Background: an optimization exercise with open tools, aiming at small area, a short achievable clock period and few clock cycles per item. Do not read the settings as production practice.
In this exercise RTL edits were held to simulation tests only and were not proved equivalent to the original.
Power and IR drop assume default switching activity.

<file path="flow/standard.sh">
#!/bin/bash
# synth_recipe.tcl (not shown) runs the flow's synth.tcl, then flattens the netlist and writes it again
# the make line also repeats each setting of config.mk as NAME=value (left out here)
make -C /OpenROAD-flow-scripts/flow DESIGN_CONFIG=/design/flow/config.mk WORK_HOME=/design/flow/orfs CLKGATE_MAP_FILE= SYNTH_SCRIPT=/design/flow/synth_recipe.tcl "${@:-finish}"
</file>
<file path="flow/flow/margin.txt">
14.8
</file>
<file path="flow/design.v">
module stripe_engine (
    input  wire         clk,
    input  wire         rst,
    input  wire         in_valid,
    output wire         in_ready,
    input  wire [127:0] in_data,
    input  wire [4:0]   in_col,
    input  wire         in_last,
    input  wire [4:0]   in_a,
    input  wire [4:0]   in_b,
    output wire         out_valid,
    input  wire         out_ready,
    output wire [127:0] out_a,
    output wire [127:0] out_b
);
    function [7:0] mulx;
        input [7:0] v;
        begin
            mulx = {v[6:0], 1'b0} ^ (v[7] ? 8'h1D : 8'h00);
        end
    endfunction
    function [7:0] gf_mul;
        input [7:0] a;
        input [7:0] b;
        integer i;
        reg [7:0] p;
        reg [7:0] t;
        begin
            p = 8'h00;
            t = a;
            for (i = 0; i < 8; i = i + 1) begin
                if (b[i])
                    p = p ^ t;
                t = mulx(t);
            end
            gf_mul = p;
        end
    endfunction
    function [7:0] gf_pow_neg;
        input [4:0] i;
        begin
            gf_pow_neg = 8'h00
                   | ({8{i == 5'd0}} & 8'h01)
                   | ({8{i == 5'd1}} & 8'h8E)
                   | ({8{i == 5'd2}} & 8'h47)
                   | ({8{i == 5'd3}} & 8'hAD)
                   | ({8{i == 5'd4}} & 8'hD8)
                   | ({8{i == 5'd5}} & 8'h6C)
                   | ({8{i == 5'd6}} & 8'h36)
                   | ({8{i == 5'd7}} & 8'h1B)
                   | ({8{i == 5'd8}} & 8'h83)
                   | ({8{i == 5'd9}} & 8'hCF)
                   | ({8{i == 5'd10}} & 8'hE9)
                   | ({8{i == 5'd11}} & 8'hFA)
                   | ({8{i == 5'd12}} & 8'h7D)
                   | ({8{i == 5'd13}} & 8'hB0)
                   | ({8{i == 5'd14}} & 8'h58)
                   | ({8{i == 5'd15}} & 8'h2C)
                   | ({8{i == 5'd16}} & 8'h16)
                   | ({8{i == 5'd17}} & 8'h0B)
                   | ({8{i == 5'd18}} & 8'h8B)
                   | ({8{i == 5'd19}} & 8'hCB)
                   | ({8{i == 5'd20}} & 8'hEB)
                   | ({8{i == 5'd21}} & 8'hFB)
                   | ({8{i == 5'd22}} & 8'hF3)
                   | ({8{i == 5'd23}} & 8'hF7)
                   | ({8{i == 5'd24}} & 8'hF5)
                   | ({8{i == 5'd25}} & 8'hF4)
                   | ({8{i == 5'd26}} & 8'h7A)
                   | ({8{i == 5'd27}} & 8'h3D)
                   | ({8{i == 5'd28}} & 8'h90)
                   | ({8{i == 5'd29}} & 8'h48);
        end
    endfunction
    function [7:0] gf_pow;
        input [4:0] i;
        begin
            gf_pow = 8'h00
                   | ({8{i == 5'd0}} & 8'h01)
                   | ({8{i == 5'd1}} & 8'h02)
                   | ({8{i == 5'd2}} & 8'h04)
                   | ({8{i == 5'd3}} & 8'h08)
                   | ({8{i == 5'd4}} & 8'h10)
                   | ({8{i == 5'd5}} & 8'h20)
                   | ({8{i == 5'd6}} & 8'h40)
                   | ({8{i == 5'd7}} & 8'h80)
                   | ({8{i == 5'd8}} & 8'h1D)
                   | ({8{i == 5'd9}} & 8'h3A)
                   | ({8{i == 5'd10}} & 8'h74)
                   | ({8{i == 5'd11}} & 8'hE8)
                   | ({8{i == 5'd12}} & 8'hCD)
                   | ({8{i == 5'd13}} & 8'h87)
                   | ({8{i == 5'd14}} & 8'h13)
                   | ({8{i == 5'd15}} & 8'h26)
                   | ({8{i == 5'd16}} & 8'h4C)
                   | ({8{i == 5'd17}} & 8'h98)
                   | ({8{i == 5'd18}} & 8'h2D)
                   | ({8{i == 5'd19}} & 8'h5A)
                   | ({8{i == 5'd20}} & 8'hB4)
                   | ({8{i == 5'd21}} & 8'h75)
                   | ({8{i == 5'd22}} & 8'hEA)
                   | ({8{i == 5'd23}} & 8'hC9)
                   | ({8{i == 5'd24}} & 8'h8F)
                   | ({8{i == 5'd25}} & 8'h03)
                   | ({8{i == 5'd26}} & 8'h06)
                   | ({8{i == 5'd27}} & 8'h0C)
                   | ({8{i == 5'd28}} & 8'h18)
                   | ({8{i == 5'd29}} & 8'h30);
        end
    endfunction
    function [7:0] gf_t;
        input [4:0] d;
        begin
            gf_t = 8'h00
                   | ({8{d == 5'd1}} & 8'hF4)
                   | ({8{d == 5'd2}} & 8'hA7)
                   | ({8{d == 5'd3}} & 8'h9D)
                   | ({8{d == 5'd4}} & 8'h72)
                   | ({8{d == 5'd5}} & 8'hED)
                   | ({8{d == 5'd6}} & 8'h5F)
                   | ({8{d == 5'd7}} & 8'h54)
                   | ({8{d == 5'd8}} & 8'hA0)
                   | ({8{d == 5'd9}} & 8'hA9)
                   | ({8{d == 5'd10}} & 8'hFB)
                   | ({8{d == 5'd11}} & 8'h74)
                   | ({8{d == 5'd12}} & 8'h85)
                   | ({8{d == 5'd13}} & 8'hE4)
                   | ({8{d == 5'd14}} & 8'hC0)
                   | ({8{d == 5'd15}} & 8'h8A)
                   | ({8{d == 5'd16}} & 8'h67)
                   | ({8{d == 5'd17}} & 8'hDC)
                   | ({8{d == 5'd18}} & 8'h26)
                   | ({8{d == 5'd19}} & 8'h63)
                   | ({8{d == 5'd20}} & 8'hF2)
                   | ({8{d == 5'd21}} & 8'hE9)
                   | ({8{d == 5'd22}} & 8'hB4)
                   | ({8{d == 5'd23}} & 8'hD2)
                   | ({8{d == 5'd24}} & 8'h02)
                   | ({8{d == 5'd25}} & 8'h8E)
                   | ({8{d == 5'd26}} & 8'hBA)
                   | ({8{d == 5'd27}} & 8'hAA)
                   | ({8{d == 5'd28}} & 8'hDE)
                   | ({8{d == 5'd29}} & 8'h89);
        end
    endfunction
    reg [127:0] d0;
    reg [4:0]   col0;
    reg         p0;         
    reg         q0;         
    reg         last0;
    reg [4:0]   a0;
    reg [4:0]   b0;
    reg [4:0]   dab0;       
    reg         v0;
    reg         setup;      
    reg         fst;        
    reg         ov;         
    reg         modeA;
    reg [7:0]   k0, k1, r;
    reg [127:0] acc_a, acc_b;
    reg         rdy;        
    wire go  = v0 && !setup && !ov;   
    wire acc_rdy = !v0 || go;         
    assign in_ready  = rdy;
    assign out_valid = ov;
    assign out_a     = acc_a;
    assign out_b     = acc_b;
    wire take = in_valid && rdy;
    always @(posedge clk) begin
        if (acc_rdy) begin
            d0    <= in_data;
            col0  <= in_col;
            p0    <= (in_col == 5'd30);
            q0    <= (in_col == 5'd31);
            last0 <= in_last;
            a0    <= in_a;
            b0    <= in_b;
            dab0  <= in_b - in_a;
        end
    end
    wire is_p = p0;
    wire is_q = q0;
    reg  [7:0] c_r;
    wire [7:0] c = c_r;
    wire [7:0] mc0 = c;
    wire [7:0] mc1 = mulx(mc0);
    wire [7:0] mc2 = mulx(mc1);
    wire [7:0] mc3 = mulx(mc2);
    wire [7:0] mc4 = mulx(mc3);
    wire [7:0] mc5 = mulx(mc4);
    wire [7:0] mc6 = mulx(mc5);
    wire [7:0] mc7 = mulx(mc6);
    wire         sel_da = go && !modeA;           
    wire         sel_db = go && modeA && !is_q;   
    wire         clr    = go && fst;
    reg [127:0] m;
    integer j;
    always @(*) begin
        for (j = 0; j < 16; j = j + 1)
            m[8*j +: 8] = ({8{d0[8*j+0]}} & mc0) ^ ({8{d0[8*j+1]}} & mc1)
                        ^ ({8{d0[8*j+2]}} & mc2) ^ ({8{d0[8*j+3]}} & mc3)
                        ^ ({8{d0[8*j+4]}} & mc4) ^ ({8{d0[8*j+5]}} & mc5)
                        ^ ({8{d0[8*j+6]}} & mc6) ^ ({8{d0[8*j+7]}} & mc7);
    end
    wire [127:0] term_a = modeA ? m : (d0 & {128{sel_da}});
    wire [127:0] term_b = m ^ (d0 & {128{sel_db}});
    always @(posedge clk) begin
        acc_a <= (acc_a & {128{!clr}}) ^ term_a;
        acc_b <= (acc_b & {128{!clr}}) ^ term_b;
    end
    wire [4:0] n1 = col0 + 5'd1;
    wire [4:0] n2 = col0 + 5'd2;
    wire       skip2 = (n1 == a0) && (n2 == b0);
    wire       skip1 = (n1 == a0) || (n1 == b0);
    wire [7:0] r1 = mulx(r);
    wire [7:0] r2 = mulx(r1);
    wire [7:0] r3 = mulx(r2);
    wire [7:0] r_step = skip2 ? r3 : skip1 ? r2 : r1;
    wire       u_pq = (a0 == 5'd30);                  
    wire       u_dq = (b0 == 5'd31) && !u_pq;         
    wire       u_dp = (b0 == 5'd30);                  
    wire       u_dd = (b0 < 5'd30);                   
    wire [7:0] t_d  = gf_t(dab0);
    wire [7:0] t_s  = u_dd ? t_d : 8'h01;
    wire [7:0] g_na = (u_dd || u_dp) ? gf_pow_neg(a0) : 8'h01;
    wire [7:0] gk0  = u_dq ? gf_pow(a0) : u_dd ? (t_d ^ 8'h01) : 8'h00;
    wire [7:0] gk1  = gf_mul(t_s, g_na);
    wire [7:0] gr0  = (a0 != 5'd0) ? gk1 : (b0 == 5'd1) ? mulx(mulx(t_s)) : mulx(t_s);
    wire [24:0] gc  = {u_dd || u_dp, gk0, gk1, gr0};
    wire v0_n    = take || (v0 && !go);
    wire setup_n = (go && last0) || (setup && !v0);
    wire ov_n    = (go && last0) || (ov && !out_ready);
    wire       setup_now = v0 && setup;
    wire       go_n  = v0_n && !setup_n && !ov_n;
    wire       p_n   = acc_rdy ? (in_col == 5'd30) : p0;
    wire       q_n   = acc_rdy ? (in_col == 5'd31) : q0;
    wire [7:0] k0_n  = setup_now ? gc[23:16] : k0;
    wire [7:0] k1_n  = setup_now ? gc[15:8] : k1;
    wire [7:0] r_n   = setup_now ? gc[7:0] : (go && !is_p && !is_q) ? r_step : r;
    always @(posedge clk) begin
        if (rst || !go_n)
            c_r <= 8'h00;
        else
            c_r <= p_n ? k0_n : q_n ? k1_n : (k0_n ^ r_n);
    end
    always @(posedge clk) begin
        if (rst)
            rdy <= 1'b1;
        else
            rdy <= !v0_n || (!setup_n && !ov_n);
    end
    always @(posedge clk) begin
        if (rst) begin
            v0    <= 1'b0;
            setup <= 1'b1;
            fst   <= 1'b1;
            ov    <= 1'b0;
        end else begin
            if (take)
                v0 <= 1'b1;
            else if (go)
                v0 <= 1'b0;
            if (ov && out_ready)
                ov <= 1'b0;
            if (v0 && setup) begin
                setup <= 1'b0;
                modeA <= gc[24];
                k0    <= gc[23:16];
                k1    <= gc[15:8];
                r     <= gc[7:0];
            end
            if (go) begin
                fst <= last0;
                if (last0) begin
                    ov    <= 1'b1;
                    setup <= 1'b1;
                end
                if (!is_p && !is_q)
                    r <= r_step;
            end
        end
    end
endmodule
</file>
<file path="flow/flow/portbuf.txt">
sky130_fd_sc_hd__buf_2
</file>
<file path="flow/constraint.sdc">
create_clock -name core_clock -period 20.0 [get_ports {clk}]
set_input_delay 4.0000 -clock core_clock [delete_from_list [all_inputs] [get_ports {clk}]]
set_output_delay 4.0000 -clock core_clock [all_outputs]
set_load 0.01 [all_outputs]
</file>
<file path="flow/flow/run.sh">
#!/bin/bash
# Standard layout (the standard.sh: standard synthesis, floorplan, place,
# CTS, route, finish) with two changes:
#  - repair_timing keeps a setup margin (flow/margin.txt), so it works on
#    paths well inside the 20 ns period;
#  - the port buffers that buffer_ports inserts are a plain buffer cell
#    (flow/portbuf.txt) rather than the resizer's default pick.
set -euo pipefail
MARGIN=$(cat flow/margin.txt)
PORTBUF=$(cat flow/portbuf.txt)
bash standard.sh SETUP_SLACK_MARGIN="$MARGIN" BUFFER_PORTS_ARGS="-buffer_cell $PORTBUF" finish > flow_make.log 2>&1
</file>
<file path="flow/config.mk">
export PLATFORM = sky130hd
export DESIGN_NAME = stripe_engine
export DESIGN_NICKNAME = stripe_engine
export VERILOG_FILES = /design/flow/design.v
export SDC_FILE = /design/flow/constraint.sdc
export NUM_CORES = 4
export LEC_CHECK = 0
export ABC_AREA = 1
export CAP_MARGIN = 20
export CORE_MARGIN = 2
export CORE_UTILIZATION = 70
export CTS_CLUSTER_DIAMETER = 60
export CTS_CLUSTER_SIZE = 25
export SLEW_MARGIN = 20
</file>
==> results of run 1 <==
[per-layer routing]
layer,global-route usage [%],part of all wire [%],up-vias
met5,0,0.022,-
met4,22.7,5.9,4
met3,8.52,12,469
met2,66.6,45,2119
met1,53.9,38,15033
li1,-,-,15097
[layout by cell type, fill, tap and decap left out, types with 8 or more instances in the layout]
master and count:
nand2_1 1267, xor2_1 708, xnor2_1 623, nor2_1 617
buf_2 405, inv_1 315, dfxtp_1 262, nand3_1 185
edfxtp_1 174, o22ai_1 102, o21ai_0 40, clkbuf_16 39
buf_4 31, nand4_1 21, a21oi_1 17, nor2_2 15
o211ai_1 15, inv_2 14, o21ai_1 12, nor3_1 11
nand2_2 11, nand2_4 9, nand3b_1 9, clkinv_8 8
[final cells by class]
type                       count  area [um^2]
fill                        3673        10500
timing repair buffer         437         2280
clock inverter                28          387
multi-input combinational   3735        22100
antenna                        1         2.50
sequential                   445        10700
inverter                     335         1270
clock buffer                  42          997
tap                          664          831
[how the worst max path moves through the flow]
| stage | end | cells after the start |
|---|---|---|
| floorplan | c_r[5]$_SDFF_PP0_ | 10 |
| global placement | c_r[0]$_SDFF_PP0_ | 8 |
| detailed placement | c_r[0]$_SDFF_PP0_ | 8 |
| CTS | out_a[76] | 1 |
| global route | acc_a[20]$_DFF_P_ | 15 |
| finish | out_b[50] | 1 |
[worst reg2reg max path: stages (launching register included)]
cell and delay, ps:
dfxtp_2 310, buf_4 590, nand2_1 210, nand2_4 340, nand2_1 160, nand2_4 380
inv_2 370, or2_2 400, nand2_4 330, xor2_4 940, nand2_1 210, xnor2_1 310
xnor2_1 200, o22ai_1 130, xnor2_1 180
[kinds of logic (layout without fill, tap and decap cells)]
kind of cell             count (synthesis)  count (layout)  share of synthesized area (%)
AO/OA/AOI/OAI                          209             209                           3.66
XOR/XNOR                              1343            1343                           34.1
adder cells (fa/ha/maj)                  7               7                          0.273
buffers and inverters                  556             842                           6.27
flip-flops                             445             445                           30.6
other                                    0               1                              0
AND/OR/NAND/NOR                       2176            2176                           25.1
[metrics by stage]
step                instance area [um^2]  instances  utilization, %  setup slack, ps
floorplan                          34800       4736               -            14750
global placement                   37100       5616            75.7            14220
detailed placement                 37100       5616            75.7            14140
CTS                                38500       5686            78.5            14810
global route                       38500       5687            78.6            14800
finish                             38500       5687            78.6            14810
[report_power, final]
part	switching, mW	total, mW	internal (mW)
sequential	0.268	1.61	1.35
combinational	2.40	3.96	1.56
clock	0.416	0.823	0.407
total	3.08	6.39	3.31
[state kept, by name, indices dropped and copies added, names as in the netlist, 5 cells and up]
| name | cells |
|---|---|
| d0 | 128 |
| col0 | 5 |
| r | 8 |
| acc_b | 128 |
| acc_a | 128 |
| k1 | 8 |
| k0 | 8 |
| c_r | 8 |
| b0 | 5 |
| a0 | 5 |
| dab0 | 5 |
[timing repair]
action                                  4_1_cts  5_1_grt
pin swaps                                     0        0
resized for setup                             2        5
endpoints found under the setup margin        2       32
==> results.cfg, run 1 <==
[run_status]
status = no timing/DRC/antenna violations

[die]
die_width_um = 227
ios = 406
initial_core_util_pct = 71.0
rows = 81
die_area_um2 = 51500
fp.dieH_um = 227
coreArea_um2 = 49100

[synthesis]
synth_top_area_share_pct = 17.9
synth_most_common_cell = nand2_1
yosysTopAreaCell = xor2_1
syn_area_um2 = 34800
synthFlopType = dfxtp_1
ys_seq_elements = 445
synth_nets = 4891
synth_area_leaders = xor2_1, xnor2_1, dfxtp_1
ys_seq_area_share_pct = 30.6
yosysWarnings = 1
syn_avg_cell_area_um2 = 7.35
synth_edf_count = 174
synth_cell_types = 56
postSynth.asyncResetShare_pct = 0
synth_common_cells = nand2_1, xor2_1, xnor2_1, nor2_1, inv_1
syn_inst = 4736

[route]
drc = 0
drtIter0Drc = 3960
ant_nets = 0
route.vias.total = 32722
first_pass_iters = 6
routed_wirelength_um = 111000
via_per_inst = 5.75
wire_per_inst_um = 19.5

[sta]
fmax_mhz = 193
whs_ps = 493
slew-limit-headroom_pct = 13.1
fin_setup_tns_ps = 0
clock_skew_ps = 27.4
fin_crit_sh_pct = 26.0
rsz0062_at_grt = true
hold_viol = 0
min_period_ps = 5190
slew_violations = 0
finalSetupViolCount = 0
tightestPinTransition_ps = 1300

[setup_path]
cp_data_required_time_ps = 16000
r2r-start = c_r[7]$_SDFF_PP0_
slowest_delay_ps = 420
crit_family = flip-flops
start_kind = register
critPathLaunch = acc_b[50]$_DFF_P_
crit_chain = buf_2
r2r_end = acc_a[108]$_DFF_P_
ff2ff_setup_slack_ps = 14840
r2r_cells = 14
cp_slowest_cell = dfxtp_1
crit_type = register to output port
worstPathMaxFanout = 2
endpoint_kind = output port
arrival_ps = 1190
path_buf_inv = 1

[min_path]
worstHoldEndpoint = acc_a[117]$_DFF_P_
holdPathStages = 2
hold_class = register to register
min_from = acc_a[117]$_DFF_P_

[pwr]
p_leak_nw = 17.2
ir_drop_mv = 0.126
power_density_nw_per_um2 = 166
finalPower_mw = 6.39

[cts]
clock_latency_ps = 610
clk_pin_slew_ps = 80
cts.sinks = 445
cts_buffer_depth = 3
cts-root-buf = clkbuf_16
htree_levels = 2
cts_buffers = 38
cts-hold-fix-buffers = 0
cts_setup_buffers = 0
cts_tree = done

[global_routing]
grt-ovfl-total = 0
grt_pass1_wl_um = 169000
grt_use_total_pct = 42.0
antenna_found_initial = 3
grt_max_degree = 169
grt_pass1_vias = 30675

[placed_design]
routabilityCongestion = 0.999
portBuffers = 405
place_hpwl_um = 76100

[flow_run]
maxCapViolCount = 0

[final_layout]
drive_gt1_share_pct = 11.9
num-nets-final = 5147
area.growth.synth_to_final_pct = 10.7
Testbench counts, summed over its fixed seeds: cycles 26,344, groups 2,400.
==> inputs of run 2 (changes only) <==
--- a/flow/config.mk
+++ b/flow/config.mk
@@ -9,6 +9,4 @@
 export CAP_MARGIN = 20
 export CORE_MARGIN = 2
 export CORE_UTILIZATION = 70
-export CTS_CLUSTER_DIAMETER = 60
-export CTS_CLUSTER_SIZE = 25
 export SLEW_MARGIN = 20
==> run 2 against run 1 <==
  * Sequential power about the same
  * Clock skew down 5.1 ps
  * Worst setup slack better by 0.70 ps
  * Fmax about the same
  * Clock power up 16%
  * Count of clock-buffer cells in the layout up 29
  * Critical path depth unchanged
  * Sequential cell count unchanged
  * Hold slack worse by 4.2 ps
  * Combinational power about the same
==> results.cfg, run 2 <==
[route]
drtIter0Drc = 3941
wire_per_inst_um = 19.7
drc = 0
via_per_inst = 5.77
first_pass_iters = 7
routed_wirelength_um = 113000
route.vias.total = 32942
ant_nets = 0

[synthesis]
syn_avg_cell_area_um2 = 7.35
synthFlopType = dfxtp_1
yosysTopAreaCell = xor2_1
syn_area_um2 = 34800
ys_seq_area_share_pct = 30.6
yosysWarnings = 1
synth_most_common_cell = nand2_1
synth_nets = 4891
ys_seq_elements = 445
synth_top_area_share_pct = 17.9
synth_area_leaders = xor2_1, xnor2_1, dfxtp_1
synth_edf_count = 174
syn_inst = 4736
postSynth.asyncResetShare_pct = 0
synth_common_cells = nand2_1, xor2_1, xnor2_1, nor2_1, inv_1
synth_cell_types = 56

[cts]
clock_latency_ps = 620
cts_buffers = 48
htree_levels = 2
clk_pin_slew_ps = 60
cts-root-buf = clkbuf_16
cts-hold-fix-buffers = 0
cts_buffer_depth = 3
cts_tree = done
cts.sinks = 445

[setup_path]
slowest_delay_ps = 410
cp_data_required_time_ps = 16000
endpoint_kind = output port
path_buf_inv = 1
crit_chain = buf_2
crit_family = flip-flops
cp_slowest_cell = dfxtp_1
start_kind = register
worstPathMaxFanout = 2
crit_type = register to output port
arrival_ps = 1190

[run_status]
status = no timing/DRC/antenna violations

[final_layout]
num-nets-final = 5162
multiInputGateArea_um2 = 22100
final_cell_mix = nand2_1, xor2_1, xnor2_1
drive_gt1_share_pct = 12.1
area.growth.synth_to_final_pct = 11.8
n_fill_cell = 3571
largestRegisters = acc_a x128, acc_b x128, d0 x128
final_common_cell = nand2_1
seq_area_um2 = 10700

[global_routing]
grt_pass1_wl_um = 171000
grt_use_total_pct = 42.6
antenna_found_initial = 4
grt_pass1_vias = 31011
grt-ovfl-total = 0
grt_max_degree = 169

[sta]
fin_setup_tns_ps = 0
slew-limit-headroom_pct = 16.2
fin_crit_sh_pct = 26.0
finalSetupViolCount = 0
slew_violations = 0
clock_skew_ps = 22.3
min_period_ps = 5190
tightestPinTransition_ps = 1260
fmax_mhz = 193
hold_viol = 0
rsz0062_at_grt = false

[placed_design]
portBuffers = 405
routabilityCongestion = 0.999
place_hpwl_um = 76100

[pwr]
finalPower_mw = 6.57
power_density_nw_per_um2 = 169
ir_drop_mv = 0.124
p_leak_nw = 17.4

[die]
die_area_um2 = 51500
rows = 81
ios = 406
fp.dieH_um = 227
initial_core_util_pct = 71.0
die_width_um = 227
coreArea_um2 = 49100

[min_path]
hold_class = register to register

[flow_run]
maxCapViolCount = 0
[run 2: cell types whose count changed in the layout (fill, tap and decap cells not counted), sizes merged]
cell	delta
clkinv	-1
bufinv	+4
buf	+5
clkbuf	+29
clkinvlp	-1
inv	-11
[run 2: worst min-delay path, stage by stage (launching register included)]
cell,delay (ps)
dfxtp_1,300
nand2_1,70
xnor2_1,60
[run 2: final timing paths]
check | start | to | slack [ps] | cells after the start
max | acc_a[42]$_DFF_P_ | out_a[42] | 14810 | 1
min | acc_a[123]$_DFF_P_ | acc_a[123]$_DFF_P_ | 490 | 2
max reg2reg | c_r[7]$_SDFF_PP0_ | acc_a[13]$_DFF_P_ | 15080 | 16
min reg2reg | acc_a[123]$_DFF_P_ | acc_a[123]$_DFF_P_ | 490 | 2
[run 2: cells by family after synthesis]
group	synth area share (%)
xor gates and xnor gates	34.1
and+or+nand+nor	25.1
AOI/OAI and AO/OA	3.66
adders and majority gates	0.273
buffers and inverters	6.27
DFF	30.6
[run 2: power by group]
group / leakage (nW) / total (mW) / internal [mW] / switching [mW]
Sequential: 4.04 / 1.62 / 1.35 / 0.272
Combinational: 12.6 / 3.99 / 1.57 / 2.42
Clock: 0.817 / 0.953 / 0.561 / 0.393
[run 2: per-stage QoR]
step / util, % / cells / hold slack (ps) / instance area [um^2] / worst slack, ps
floorplan: - / 4736 / 429 / 34800 / 14750
global placement: 75.7 / 5616 / 475 / 37100 / 14220
detailed placement: 75.7 / 5616 / 479 / 37100 / 14140
CTS: 79.1 / 5706 / 489 / 38800 / 14800
global route: 79.3 / 5712 / 504 / 38900 / 14800
finish: 79.3 / 5712 / 489 / 38900 / 14810
[run 2: timing repair]
action / 4_1_cts / 5_1_grt
endpoints found under the setup margin: 3 / 10
buffers inserted: 0 / 4
pin swaps: 0 / 1
endpoints found under the hold margin: 0 / 0
cloned: 0 / 0
resized for setup: 3 / 8
[run 2: final cells by class]
cell class,count,area share (%)
tap,664,2.14
timing repair buffer,442,6.01
sequential,445,27.4
antenna,1,0.00643
multi-input combinational,3735,56.9
clock inverter,19,0.637
inverter,335,3.26
clock buffer,71,3.66
[run 2: metal layers]
metal | track usage, % | part of all wire, % | up-vias
met2 | 67.1 | 44 | 2092
met3 | 9.23 | 11 | 481
met1 | 54.3 | 38 | 15234
met5 | 0 | 0.038 | -
li1 | - | - | 15129
met4 | 24.4 | 6.3 | 6
==> inputs of run 3 (changes only) <==
--- a/flow/config.mk
+++ b/flow/config.mk
@@ -8,5 +8,5 @@
 export ABC_AREA = 1
 export CAP_MARGIN = 20
 export CORE_MARGIN = 2
-export CORE_UTILIZATION = 70
+export CORE_UTILIZATION = 60
 export SLEW_MARGIN = 20
==> run 3 against run 2 <==
  * Sequential cell count did not move
  * Power is 1.3% lower
  * Routed wire length up 0.98%
==> results.cfg, run 3 <==
[route]
route.vias.total = 31802
drc = 0
via_per_inst = 5.47
first_pass_iters = 6
wire_per_inst_um = 19.5
drtIter0Drc = 2970
routed_wirelength_um = 114000
ant_nets = 0

[die]
rows = 88
ios = 406
fp.dieH_um = 245
die_area_um2 = 60000
initial_core_util_pct = 60.6
die_width_um = 245
coreArea_um2 = 57500

[synthesis]
postSynth.asyncResetShare_pct = 0
syn_inst = 4736
syn_avg_cell_area_um2 = 7.35
ys_seq_elements = 445
synth_cell_types = 56
yosysTopAreaCell = xor2_1
synth_area_leaders = xor2_1, xnor2_1, dfxtp_1
synth_common_cells = nand2_1, xor2_1, xnor2_1, nor2_1, inv_1
synth_nets = 4891
ys_seq_area_share_pct = 30.6
synth_most_common_cell = nand2_1
syn_area_um2 = 34800
yosysWarnings = 1
synth_top_area_share_pct = 17.9
synthFlopType = dfxtp_1
synth_edf_count = 174

[final_layout]
area.growth.synth_to_final_pct = 12.1
multiInputGateArea_um2 = 22100
final_common_cell = nand2_1
num-nets-final = 5163
seq_area_um2 = 10700
final_cell_mix = nand2_1, xor2_1, xnor2_1
largestRegisters = acc_a x128, acc_b x128, d0 x128
final_cells = 5813
n_fill_cell = 5090
drive_gt1_share_pct = 12.2

[global_routing]
grt_pass1_vias = 29608
antenna_found_initial = 4
grt_max_degree = 100
grt_pass1_wl_um = 171000
grt_use_total_pct = 36.5
grt-ovfl-total = 0

[min_path]
hold_class = register to register
worstHoldEndpoint = acc_a[123]$_DFF_P_
holdPathStages = 2
min_from = acc_a[123]$_DFF_P_

[setup_path]
crit_chain = buf_2
endpoint_kind = output port
r2r_cells = 12
path_buf_inv = 1
cp_data_required_time_ps = 16000
start_kind = register
crit_type = register to output port
r2r-start = c_r[0]$_SDFF_PP0_
crit_family = flip-flops
arrival_ps = 1210
worstPathMaxFanout = 2
slowest_delay_ps = 440
r2r_end = acc_a[94]$_DFF_P_
cp_slowest_cell = dfxtp_1
ff2ff_setup_slack_ps = 15090

[cts]
cts-hold-fix-buffers = 0
htree_levels = 2
cts-root-buf = clkbuf_16
cts_buffer_depth = 3
clk_pin_slew_ps = 60
clock_latency_ps = 600
cts_tree = done
cts_buffers = 49
cts.sinks = 445

[sta]
fin_crit_sh_pct = 26.1
min_period_ps = 5210
fin_setup_tns_ps = 0
slew-limit-headroom_pct = 27.1
whs_ps = 484
finalSetupViolCount = 0
tightestPinTransition_ps = 1090
hold_viol = 0
clock_skew_ps = 17.9
slew_violations = 0
rsz0062_at_grt = false
fmax_mhz = 192

[pwr]
clkPwrFrac_pct = 14.3
ir_drop_mv = 0.0935
p_leak_nw = 17.4
p_sw_mw = 3.01
p_sw_share_pct = 46.4
intPower_mw = 3.47
comb_power_share_pct = 60.7
seqPwrFrac_pct = 25.0
power_density_nw_per_um2 = 166

[placed_design]
dp.cells = 5719
place_hpwl_um = 78000
routabilityCongestion = 0.964
portBuffers = 405

[flow_run]
maxCapViolCount = 0

[run_status]
status = no timing/DRC/antenna violations
run 3: layout make-up:
type	count	share of cell area (%)
antenna	2	0.0128
clock buffer	70	3.53
clock inverter	19	0.603
inverter	335	3.24
multi-input combinational	3735	56.7
sequential	445	27.4
tap	765	2.45
timing repair buffer	442	6.05
run 3: what timing repair did:
item,in CTS,in global routing
pin swaps,0,1
setup buffers,0,2
gates resized for setup,8,5
hold endpoints to repair,0,0
endpoints found under the setup margin,8,18
run 3: routing by layer:
metal  vias up  share of wire (%)  global-route usage, %  routed length, um
met5         -              0.020                      0                 23
met4         4                4.2                   14.3               4810
met3       280                9.5                   7.02              10800
met2      1459                 45                   58.8              51400
met1     14921                 41                   48.4              46500
li1      15138                  -                      -                  -
run 3: worst max-delay path by stage:
| stage | from | to | cells past startpoint |
|---|---|---|---|
| 4_1_cts | acc_b[70]$_DFF_P_ | out_b[70] | 1 |
| 3_5_place_dp | in_col[2] | c_r[1]$_SDFF_PP0_ | 8 |
| 6_report | acc_b[60]$_DFF_P_ | out_b[60] | 1 |
| 3_3_place_gp | in_col[2] | c_r[1]$_SDFF_PP0_ | 8 |
| 5_1_grt | acc_b[60]$_DFF_P_ | out_b[60] | 1 |
| 2_1_floorplan | in_col[4] | c_r[5]$_SDFF_PP0_ | 10 |
run 3: cell families (layout without fill, tap and decap cells):
| logic type | after synthesis | in the layout | share of synthesized area [%] |
|---|---|---|---|
| compound gates | 209 | 209 | 3.66 |
| xor+xnor | 1343 | 1343 | 34.1 |
| fa+ha+maj | 7 | 7 | 0.273 |
| buf+inv | 556 | 866 | 6.27 |
| flops | 445 | 445 | 30.6 |
| other cells | 0 | 2 | 0 |
| simple gates | 2176 | 2176 | 25.1 |
run 3: power groups by stage:
stage	clock network, mW	registers [mW]	logic [mW]
floorplan	0	1.66	2.75
finish	0.926	1.62	3.94
CTS	0.935	1.61	3.89
global route	0.968	1.64	4.29
detailed placement	0	1.61	3.84
global placement	0	1.61	3.78
run 3: per-stage QoR:
stage               instance area [um^2]  setup WS [ps]  utilization [%]  power (mW)
detailed placement                 37300          14280             64.9        5.46
CTS                                38900          14800             67.8        6.43
floorplan                          34800          14750                -        4.41
global route                       39000          14810             67.9        6.90
global placement                   37300          14280             64.9        5.40
finish                             39000          14790             67.9        6.48
==> inputs of run 4 (changes only) <==
==> flow/flow/portbuf.txt (replaced) <==
sky130_fd_sc_hd__buf_4
==> run 4 against run 3 <==
  * Still clean
  * Power up 2.4%
  * Clock power about the same
  * Hold slack better by 8.0 ps
  * Via count up 1.1%
  * Count of clock-buffer cells in the layout down 2
  * Critical path type unchanged
  * Largest power group unchanged
  * Highest routed layer is now met4
==> results.cfg, run 4 <==
[sta]
finalSetupViolCount = 0
slew_violations = 0
hold_viol = 0
tightestPinTransition_ps = 1030
fin_ws_ps = 14810
slew-limit-headroom_pct = 31.6
min_period_ps = 5190
fin_crit_sh_pct = 26.0
rsz0062_at_grt = false
fmax_mhz = 193
clock_skew_ps = 18.6
fin_setup_tns_ps = 0

[route]
first_pass_iters = 8
routed_wirelength_um = 114000
via_per_inst = 5.53
drc = 0
route.vias.total = 32155
drtIter0Drc = 2965
wire_per_inst_um = 19.7
ant_nets = 0

[synthesis]
synth_area_leaders = xor2_1, xnor2_1, dfxtp_1
synth_cell_types = 56
synth_most_common_cell = nand2_1
synth_top_area_share_pct = 17.9
synth_common_cells = nand2_1, xor2_1, xnor2_1, nor2_1, inv_1
yosysWarnings = 1
syn_inst = 4736
synth_edf_count = 174
postSynth.asyncResetShare_pct = 0
ys_seq_elements = 445
synthFlopType = dfxtp_1
syn_avg_cell_area_um2 = 7.35
syn_area_um2 = 34800
yosysTopAreaCell = xor2_1
ys_seq_area_share_pct = 30.6
synth_nets = 4891

[final_layout]
largestRegisters = acc_a x128, acc_b x128, d0 x128
final_cell_mix = nand2_1, xor2_1, xnor2_1
num-nets-final = 5163
drive_gt1_share_pct = 12.4
insertedDiodeCount = 0
final_common_cell = nand2_1
n_fill_cell = 4943
area.growth.synth_to_final_pct = 14.9

[global_routing]
grt_max_degree = 73
grt-ovfl-total = 0
grt_pass1_vias = 29845
antenna_found_initial = 1
grt_pass1_wl_um = 173000
grt_use_total_pct = 37.0

[pwr]
power_density_nw_per_um2 = 166
ir_drop_mv = 0.117
p_leak_nw = 17.7
p_sw_mw = 3.04
comb_power_share_pct = 61.4
p_sw_share_pct = 45.7
intPower_mw = 3.60
clkPwrFrac_pct = 14.0
seqPwrFrac_pct = 24.7

[cts]
cts_buffers = 48
cts_tree = done
clk_pin_slew_ps = 70
cts-root-buf = clkbuf_16
cts.sinks = 445
cts_buffer_depth = 3
htree_levels = 2
cts-hold-fix-buffers = 0
clock_latency_ps = 620

[min_path]
hold_class = register to register

[setup_path]
path_buf_inv = 1
crit_type = register to output port
crit_chain = buf_4
endpoint_kind = output port
arrival_ps = 1190
slowest_delay_ps = 410
start_kind = register
ff2ff_setup_slack_ps = 15200
crit_family = flip-flops
cp_slowest_cell = dfxtp_1
cp_data_required_time_ps = 16000
worstPathMaxFanout = 2

[placed_design]
place_ws_ps = 14210
place_hpwl_um = 78300
portBuffers = 405
routabilityCongestion = 0.971

[die]
die_area_um2 = 60000
die_width_um = 245
coreArea_um2 = 57500
rows = 88
ios = 406
initial_core_util_pct = 60.6
fp.dieH_um = 245

[run_status]
status = no timing/DRC/antenna violations

[flow_run]
maxCapViolCount = 0
==> run 4: worst paths after layout <==
path / start / end / depth (start not counted)
worst max-delay path: acc_b[50]$_DFF_P_ / out_b[50] / 1
worst min-delay path: acc_a[32]$_DFF_P_ / acc_a[32]$_DFF_P_ / 2
worst max register to register: c_r[6]$_SDFF_PP0_ / acc_a[91]$_DFF_P_ / 11
worst min register to register: acc_a[32]$_DFF_P_ / acc_a[32]$_DFF_P_ / 2
==> run 4: metrics by stage <==
stage	cells	hold WS [ps]	power [mW]	cell area [um^2]	utilization, %
global placement	5720	479	5.56	38300	66.6
detailed placement	5720	480	5.62	38300	66.6
floorplan	4736	429	4.41	34800	-
global route	5812	508	7.07	40000	69.6
CTS	5809	493	6.59	39900	69.5
finish	5812	492	6.64	40000	69.6
==> run 4: layout make-up <==
type	instances	area, um^2	share of cell area (%)
Clock buffer	68	1390	3.47
Clock inverter	21	233	0.582
Inverter	335	1270	3.18
Multi-Input combinational cell	3735	22100	55.3
Sequential cell	445	10700	26.7
Tap cell	765	957	2.39
Timing Repair Buffer	443	3340	8.35
==> run 4: metal layers <==
layer	wire length (um)	vias up	global-route usage [%]	share of wire (%)
met3	10900	297	6.49	9.5
met4	5110	0	15.9	4.5
met1	46900	15197	49.3	41
met5	0	-	0	0
li1	-	15131	-	-
met2	51600	1530	59.0	45
==> run 4: cell families (layout without fill, tap and decap cells) <==
family,after synthesis,count (layout),synth area share (%)
buffers and inverters,556,867,6.27
AO/OA/AOI/OAI,209,209,3.66
XOR/XNOR,1343,1343,34.1
adder cells (fa/ha/maj),7,7,0.273
flip-flops,445,445,30.6
AND/OR/NAND/NOR,2176,2176,25.1
==> run 4: power groups by stage <==
stage	Sequential (mW)	Combinational, mW	Clock (mW)
2_1_floorplan	1.66	2.75	0
3_3_place_gp	1.64	3.92	0
3_5_place_dp	1.63	3.98	0
4_1_cts	1.63	4.02	0.934
5_1_grt	1.66	4.43	0.969
6_report	1.64	4.07	0.926
==> run 4: timing repair <==
| item | 4_1_cts | 5_1_grt |
|---|---|---|
| pin swaps | 0 | 1 |
| resized for setup | 12 | 5 |
| setup endpoints to repair | 12 | 39 |
| buffers inserted | 0 | 3 |

==> afterwards: timing with drivers on the ports <==
The flow's constraints put no driver on any port. The routed layouts listed below were extracted and timed again, unchanged, in two steps.
Step 1: set_driving_cell puts a clkbuf_16 on clk and a buf_2 on each other input, an assumption about the parent block.
Step 2 times the ports against the registers' clock, not the clock port: input delays grow and output delays shrink by t, the midpoint of the rising clock arrivals with the driver on.
Three values: no drivers, after step 1, after step 2; two values: the first two.
run	t (ns)	setup slack, ns	worst hold slack (ns)	worst setup path after step 2
run 1	0.655	14.809 / 14.746 / 14.353	0.493 / 0.493 / 0.493	input to register
run 2	0.669	14.810 / 14.746 / 14.307	0.489 / 0.489 / 0.489	input to register
run 3	0.659	14.790 / 14.725 / 14.364	0.484 / 0.484 / 0.484	input to register
run 4	0.677	14.810 / 14.742 / 14.399	0.492 / 0.492 / 0.492	input to register
After both steps every run listed still meets setup and hold. The setup slack of run 2, which loses most, moves by -0.064 ns with the drivers and by -0.503 ns with both steps.
